This design comes from an exercise in tuning for small area, a short achievable clock period and few clock cycles per item on the open sky130 flow, not from production work.
RTL that was checked went through simulation tests only; none was proved equivalent to the original.
Power is estimated from default activity; no workload was simulated.

## wip/ember
Design fma32, start of the top module:
module fma32 (
    input  wire        clk,
    input  wire        rst,
    input  wire        in_valid,
    output wire        in_ready,
    input  wire [31:0] a,
    input  wire [31:0] b,
    input  wire [31:0] c,
    output reg         out_valid,
    output reg  [31:0] d
);
Size: ~4500 cells after synthesis, ~130 I/O pins.
Settings: LEC_CHECK=0, CAP_MARGIN=20, CORE_MARGIN=2, CORE_UTILIZATION=55, SLEW_MARGIN=20, SYNTH_HIERARCHICAL=1, SYNTH_MINIMUM_KEEP_SIZE=0; clock period 28.0 ns.
standard.sh (not shown) runs the stock make flow with config.mk's settings and CLKGATE_MAP_FILE= SYNTH_SCRIPT=/design/flow/synth_recipe.tcl, a recipe that flattens the netlist after the stock synthesis.
==> flow/flow/run.sh <==
#!/bin/bash
set -euo pipefail
bash standard.sh SETUP_SLACK_MARGIN=21 finish > standard_flow.log 2>&1
Input-level comparison between wip/indigo and wip/ember:
diff --git a/flow/design.v b/flow/design.v
--- a/flow/design.v
+++ b/flow/design.v
@@ -763,41 +763,40 @@
         endcase
     end
     wire stk0 = |mag[6:0];
     wire stk1 = stk0 | (|mag[22:7]);
     wire stk2 = stk1 | (|mag[38:23]);
     wire stk  = (lzc == 3'd0) ? stk2 : (lzc == 3'd1) ? stk1 : (lzc == 3'd2) ? stk0 : 1'b0;
+    wire [8:0]  em1 = limit1 - {2'b00, lz};
     reg        v2;
     reg [39:0] m2;
     reg        stk2r;
-    reg [6:0]  lz2;
-    reg [8:0]  limit2;
+    reg [3:0]  lzf2;
+    reg [8:0]  em12;
     reg        rs2, nan2, inf2, infs2, zs2, zero2;
     always @(posedge clk) begin
         v2     <= v1 & ~rst;
         m2     <= m1;
         stk2r  <= stk;
-        lz2    <= lz;
-        limit2 <= limit1;
+        lzf2   <= lz[3:0];
+        em12   <= em1;
         rs2    <= rs;
         nan2   <= nan1;
         inf2   <= inf1;
         infs2  <= infs1;
         zs2    <= zs1;
         zero2  <= zero;
     end
-    wire [3:0]  lzf2   = lz2[3:0];
     wire [39:0] tn     = m2 << lzf2;
     wire [23:0] sig    = tn[39:16];
     wire        guard  = tn[15];
     wire [14:0] smask  = ~({15{1'b1}} << (4'd15 - lzf2));
     wire        sticky = stk2r | (|(m2[14:0] & smask));
     wire        rnd_up = guard & (sticky | sig[0]);
     wire [24:0] sig_r  = {1'b0, sig} + {24'd0, rnd_up};
-    wire [8:0]  em1 = limit2 - {2'b00, lz2};
-    wire [9:0]  ex  = {1'b0, em1} + {8'd0, sig_r[24:23]};
+    wire [9:0]  ex  = {1'b0, em12} + {8'd0, sig_r[24:23]};
     wire        ovf = ex >= 10'd255;
     reg [31:0] result;
     always @(*) begin
         if (nan2)
             result = 32'h7FC00000;
         else if (inf2)
## What came out
Looking at clock power across wip/indigo and wip/ember, the one that comes out higher is wip/ember. Comparing wip/indigo with wip/ember, the maximum frequency came out essentially unchanged. Highest metal layer used by the detailed router = met4: wip/ember; highest metal layer used by the detailed router = met5: wip/indigo. wip/ember ended up with xnor2_2 as its cell with the largest stage delay on the worst path; wip/indigo ended up with or4_4. Compared with wip/ember, wip/indigo shows a area added between synthesis and finish that is 2.5 points higher. Changes observed in wip/indigo relative to wip/ember: chip width up about 0.7%; total area of multi-input combinational cells up 3.8%; cell area after placement up 0.93%. Final hold slack: wip/indigo vs wip/ember, no meaningful difference. Between wip/ember and wip/indigo, the clock-cell share of area figures differ only marginally. The core of wip/indigo is more densely filled than that of wip/ember. Number of input and output port buffers inserted across wip/indigo and wip/ember: no real change. wip/indigo against wip/ember: part of the power in the clock network lower; portion of total power attributed to combinational logic higher; via count higher.
Testbench counts of wip/indigo, summed over its fixed seeds: cycles 24,032, items 24,000.
Only the layout flow was run in wip/ember; the RTL was not checked for function there.

* * *

Another version of the RTL of fma32 (not shown whole).
Size: ~130 I/O pins, ~39,000 µm² of cells after synthesis.
Settings: LEC_CHECK=0, CAP_MARGIN=20, CORE_MARGIN=2, CORE_UTILIZATION=60, SLEW_MARGIN=20, SYNTH_HIERARCHICAL=1, SYNTH_MINIMUM_KEEP_SIZE=0; clock period 28.0 ns.
==> flow/flow/run.sh <==
#!/bin/bash
# Layout: the standard flow (standard.sh: unchanged synthesis and steps),
# with two settings passed to ORFS:
#  - timing repair asked to leave 21.3 ns of setup slack at the design's
#    28 ns clock, i.e. to optimise the paths towards 6.7 ns;
#  - every port still gets its buffer, but a buf_1 instead of the 10 um2
#    clkdlybuf4s50_1 that buffer_ports picks by default.
# The SDC, clock period and I/O constraints are the standard flow's, untouched.
set -euo pipefail
bash standard.sh SETUP_SLACK_MARGIN=21.3 \
  "BUFFER_PORTS_ARGS=-buffer_cell sky130_fd_sc_hd__buf_1" \
  finish > standard_flow.log 2>&1
Testbench counts at the start, summed over its fixed seeds: cycles 24,032, items 24,000.
==> next run, changes <==
--- a/flow/design.v
+++ b/flow/design.v
@@ -3,81 +3,67 @@
     input  wire        rst,
     input  wire        in_valid,
     output wire        in_ready,
     input  wire [31:0] a,
     input  wire [31:0] b,
     input  wire [31:0] c,
     output reg         out_valid,
     output reg  [31:0] d
 );
     assign in_ready = 1'b1;
-    wire [7:0]  ea_in = a[30:23];
-    wire [7:0]  eb_in = b[30:23];
-    wire [7:0]  ec_in = c[30:23];
-    wire        ean_in = |ea_in;
-    wire        ebn_in = |eb_in;
-    wire        ecn_in = |ec_in;
-    wire [7:0]  xa_in = {ea_in[7:1], ea_in[0] | ~ean_in};
-    wire [7:0]  xb_in = {eb_in[7:1], eb_in[0] | ~ebn_in};
-    wire [7:0]  nxc_in = ~{ec_in[7:1], ec_in[0] | ~ecn_in};
     reg        v0;
-    reg [31:0] c0;
-    reg        sa0, sb0;
-    reg [22:0] fa0, fb0;
+    reg [31:0] a0, b0, c0;
     reg        ean0, ebn0, ecn0;        
-    reg        eam0, ebm0;              
-    reg [7:0]  es0, ecy0;               
     always @(posedge clk) begin
         v0   <= in_valid & ~rst;
+        a0   <= a;
+        b0   <= b;
         c0   <= c;
-        sa0  <= a[31];
-        sb0  <= b[31];
-        fa0  <= a[22:0];
-        fb0  <= b[22:0];
-        ean0 <= ean_in;
-        ebn0 <= ebn_in;
-        ecn0 <= ecn_in;
-        eam0 <= &ea_in;
-        ebm0 <= &eb_in;
-        es0  <= xa_in ^ xb_in ^ nxc_in;
-        ecy0 <= (xa_in & xb_in) | (xa_in & nxc_in) | (xb_in & nxc_in);
+        ean0 <= |a[30:23];
+        ebn0 <= |b[30:23];
+        ecn0 <= |c[30:23];
     end
-    wire        sa = sa0;
-    wire        sb = sb0;
+    wire        sa = a0[31];
+    wire        sb = b0[31];
     wire        sc = c0[31];
+    wire [7:0]  ea = a0[30:23];
+    wire [7:0]  eb = b0[30:23];
     wire [7:0]  ec = c0[30:23];
-    wire [22:0] fa = fa0;
-    wire [22:0] fb = fb0;
+    wire [22:0] fa = a0[22:0];
+    wire [22:0] fb = b0[22:0];
     wire [22:0] fc = c0[22:0];
-    wire ea_max = eam0, eb_max = ebm0, ec_max = &ec;
+    wire ea_max = &ea, eb_max = &eb, ec_max = &ec;
     wire ea_nz  = ean0, eb_nz  = ebn0, ec_nz  = ecn0;
     wire fa_nz  = |fa, fb_nz  = |fb, fc_nz  = |fc;
     wire a_nan  = ea_max & fa_nz;
     wire b_nan  = eb_max & fb_nz;
     wire c_nan  = ec_max & fc_nz;
     wire a_inf  = ea_max & ~fa_nz;
     wire b_inf  = eb_max & ~fb_nz;
     wire c_inf  = ec_max & ~fc_nz;
     wire a_zero = ~ea_nz & ~fa_nz;
     wire b_zero = ~eb_nz & ~fb_nz;
     wire sp  = sa ^ sb;
     wire sub = sp ^ sc;
     wire [23:0] ma = {ea_nz, fa};
     wire [23:0] mb = {eb_nz, fb};
     wire [23:0] mc = {ec_nz, fc};
+    wire [7:0]  xa = {ea[7:1], ea[0] | ~ea_nz};
+    wire [7:0]  xb = {eb[7:1], eb[0] | ~eb_nz};
     wire [7:0]  xc = {ec[7:1], ec[0] | ~ec_nz};
-    wire [10:0] sh_raw  = {3'b000, es0} + {2'b00, ecy0, 1'b0} + 11'd1695;
+    wire [9:0]  xab     = {2'b00, xa} + {2'b00, xb};
+    wire [10:0] sh_raw  = {3'b000, xa} + {3'b000, xb} + {3'b111, ~xc} - 11'd97;
     wire        a_or_b_zero = a_zero | b_zero;
     wire        clamped = sh_raw[10] | a_or_b_zero;
     wire        sh_big  = (sh_raw[9:0] > 10'd80);
     wire [6:0]  sh      = clamped ? 7'd0 : sh_big ? 7'd80 : sh_raw[6:0];
-    wire [8:0]  limit   = (clamped ? 9'd0 : sh_raw[8:0]) + {1'b0, xc} - 9'd1;
+    wire [8:0]  limit   = clamped ? ({1'b0, xc} - 9'd1) : (xab[8:0] - 9'd99);
     reg [4:0] tz;
     integer k;
     always @(*) begin
         tz = 5'd24;
         for (k = 23; k >= 0; k = k - 1)
             if (mc[k]) tz = k[4:0];
     end
     wire [103:0] cw     = {mc, 80'd0} >> sh;
     wire         c_stk  = ~clamped & (ec_nz | fc_nz) & (sh_raw[9:0] >= {5'd0, tz} + 10'd55);
     wire [78:0]  c_al   = {cw[103:26], c_stk};
Worst hold slack is better by 5.2 ps; die area increases by about 1.2%; clock power hardly moves; via count increases by about 3.6%; flip-flop and latch count decreases by 2; combinational power increases by about 3%; wire length increases by about 4%; design area increases by 3.1%; total power increases by 1.7%; global-route usage increases by 0.96 points.
Testbench counts after the change, summed over its fixed seeds: cycles 24,032, items 24,000.

* * *

fma32 again, from the RTL that the note above started with.
Settings: LEC_CHECK=0, CAP_MARGIN=20, CORE_MARGIN=2, CORE_UTILIZATION=66, SLEW_MARGIN=20, SYNTH_HIERARCHICAL=1, SYNTH_MINIMUM_KEEP_SIZE=0; clock period 28.0 ns.
Scripts as last shown in full above: flow/flow/run.sh
Testbench counts at the start, summed over its fixed seeds: cycles 24,032, items 24,000.
Next try:
--- a/flow/design.v
+++ b/flow/design.v
@@ -1,85 +1,71 @@
 module fma32 (
     input  wire        clk,
     input  wire        rst,
     input  wire        in_valid,
     output wire        in_ready,
     input  wire [31:0] a,
     input  wire [31:0] b,
     input  wire [31:0] c,
     output reg         out_valid,
     output reg  [31:0] d
 );
     assign in_ready = 1'b1;
-    wire [7:0]  ea_in = a[30:23];
-    wire [7:0]  eb_in = b[30:23];
-    wire [7:0]  ec_in = c[30:23];
-    wire        ean_in = |ea_in;
-    wire        ebn_in = |eb_in;
-    wire        ecn_in = |ec_in;
-    wire [7:0]  xa_in = {ea_in[7:1], ea_in[0] | ~ean_in};
-    wire [7:0]  xb_in = {eb_in[7:1], eb_in[0] | ~ebn_in};
-    wire [7:0]  nxc_in = ~{ec_in[7:1], ec_in[0] | ~ecn_in};
     reg        v0;
-    reg [31:0] c0;
-    reg        sa0, sb0;
-    reg [22:0] fa0, fb0;
+    reg [31:0] a0, b0, c0;
     reg        ean0, ebn0, ecn0;        
-    reg        eam0, ebm0;              
-    reg [7:0]  es0, ecy0;               
     always @(posedge clk) begin
         v0   <= in_valid & ~rst;
+        a0   <= a;
+        b0   <= b;
         c0   <= c;
-        sa0  <= a[31];
-        sb0  <= b[31];
-        fa0  <= a[22:0];
-        fb0  <= b[22:0];
-        ean0 <= ean_in;
-        ebn0 <= ebn_in;
-        ecn0 <= ecn_in;
-        eam0 <= &ea_in;
-        ebm0 <= &eb_in;
-        es0  <= xa_in ^ xb_in ^ nxc_in;
-        ecy0 <= (xa_in & xb_in) | (xa_in & nxc_in) | (xb_in & nxc_in);
+        ean0 <= |a[30:23];
+        ebn0 <= |b[30:23];
+        ecn0 <= |c[30:23];
     end
-    wire        sa = sa0;
-    wire        sb = sb0;
+    wire        sa = a0[31];
+    wire        sb = b0[31];
     wire        sc = c0[31];
+    wire [7:0]  ea = a0[30:23];
+    wire [7:0]  eb = b0[30:23];
     wire [7:0]  ec = c0[30:23];
-    wire [22:0] fa = fa0;
-    wire [22:0] fb = fb0;
+    wire [22:0] fa = a0[22:0];
+    wire [22:0] fb = b0[22:0];
     wire [22:0] fc = c0[22:0];
-    wire ea_max = eam0, eb_max = ebm0, ec_max = &ec;
+    wire ea_max = &ea, eb_max = &eb, ec_max = &ec;
     wire ea_nz  = ean0, eb_nz  = ebn0, ec_nz  = ecn0;
     wire fa_nz  = |fa, fb_nz  = |fb, fc_nz  = |fc;
     wire a_nan  = ea_max & fa_nz;
     wire b_nan  = eb_max & fb_nz;
     wire c_nan  = ec_max & fc_nz;
     wire a_inf  = ea_max & ~fa_nz;
     wire b_inf  = eb_max & ~fb_nz;
     wire c_inf  = ec_max & ~fc_nz;
     wire a_zero = ~ea_nz & ~fa_nz;
     wire b_zero = ~eb_nz & ~fb_nz;
     wire sp  = sa ^ sb;
     wire sub = sp ^ sc;
     wire [23:0] ma = {ea_nz, fa};
     wire [23:0] mb = {eb_nz, fb};
     wire [23:0] mc = {ec_nz, fc};
+    wire [7:0]  xa = {ea[7:1], ea[0] | ~ea_nz};
+    wire [7:0]  xb = {eb[7:1], eb[0] | ~eb_nz};
     wire [7:0]  xc = {ec[7:1], ec[0] | ~ec_nz};
-    wire [10:0] sh_raw  = {3'b000, es0} + {2'b00, ecy0, 1'b0} + 11'd1695;
+    wire [9:0]  xab     = {2'b00, xa} + {2'b00, xb};
+    wire [10:0] sh_raw  = {3'b000, xa} + {3'b000, xb} + {3'b111, ~xc} - 11'd97;
     wire        a_or_b_zero = a_zero | b_zero;
     wire        clamped = sh_raw[10] | a_or_b_zero;
     wire        sh_big  = (sh_raw[9:0] > 10'd80);
     wire [6:0]  sh      = clamped ? 7'd0 : sh_big ? 7'd80 : sh_raw[6:0];
-    wire [8:0]  limit   = (clamped ? 9'd0 : sh_raw[8:0]) + {1'b0, xc} - 9'd1;
+    wire [8:0]  limit   = clamped ? ({1'b0, xc} - 9'd1) : (xab[8:0] - 9'd99);
     reg [4:0] tz;
     integer k;
     always @(*) begin
         tz = 5'd24;
         for (k = 23; k >= 0; k = k - 1)
             if (mc[k]) tz = k[4:0];
     end
     wire [103:0] cw     = {mc, 80'd0} >> sh;
     wire         c_stk  = ~clamped & (ec_nz | fc_nz) & (sh_raw[9:0] >= {5'd0, tz} + 10'd55);
     wire [78:0]  c_al   = {cw[103:26], c_stk};
     wire [79:0]  cx     = {sub, c_al ^ {79{sub}}};
     wire [47:0]  fsn;
Result:
- The new run finished clean
- register-to-register slack gains 0.22 ns
- wire length goes up by about 5%
- core utilization goes down by 0.12 points
- first-iteration DRC count goes up by 0.33%
- flip-flop and latch count goes down by 2
- hold slack is about the same
- fmax goes up by 1.7%
- final cell count goes up by 1.0%
- non-clock buffer count goes down by 12
- synthesized cell count goes up by 1.4%
Testbench counts after the change, summed over its fixed seeds: cycles 24,032, items 24,000.

## afterwards: timing with drivers on the ports
In the flow no input, the clock included, has a driving cell. The finished layouts below were timed again as built, in two steps.
Step 1, drivers: a clkbuf_16 drives clk and a buf_2 each remaining input, both assumed.
Step 2 adds t to the input delays and takes it off the output delays; t is the mean of the earliest and latest rising clock arrival at the registers after step 1. Input paths then give back, and output paths get back, about the clock's delay inside the block.
Slacks: ideal ports / drivers / drivers and shift; pairs: ideal ports / drivers.
run	t, ns	slack for setup (ns)	worst setup path at the end
wip/ember	0.663	21.119 / 21.119 / 21.119	register to register
wip/indigo	0.652	21.131 / 21.131 / 21.131	register to register
the first run of note 2	0.663	21.331 / 21.264 / 21.144	input to register
the second run of note 2	0.635	21.347 / 21.279 / 21.372	register to register
the first run of note 3	0.635	21.211 / 21.211 / 21.088	input to register
the second run of note 3	0.644	21.325 / 21.253 / 21.426	register to register
After both steps setup and hold are still met in every run listed. The setup slack of the first run of note 2, which loses most, moves by -0.067 ns with the drivers and by -0.187 ns with both steps.
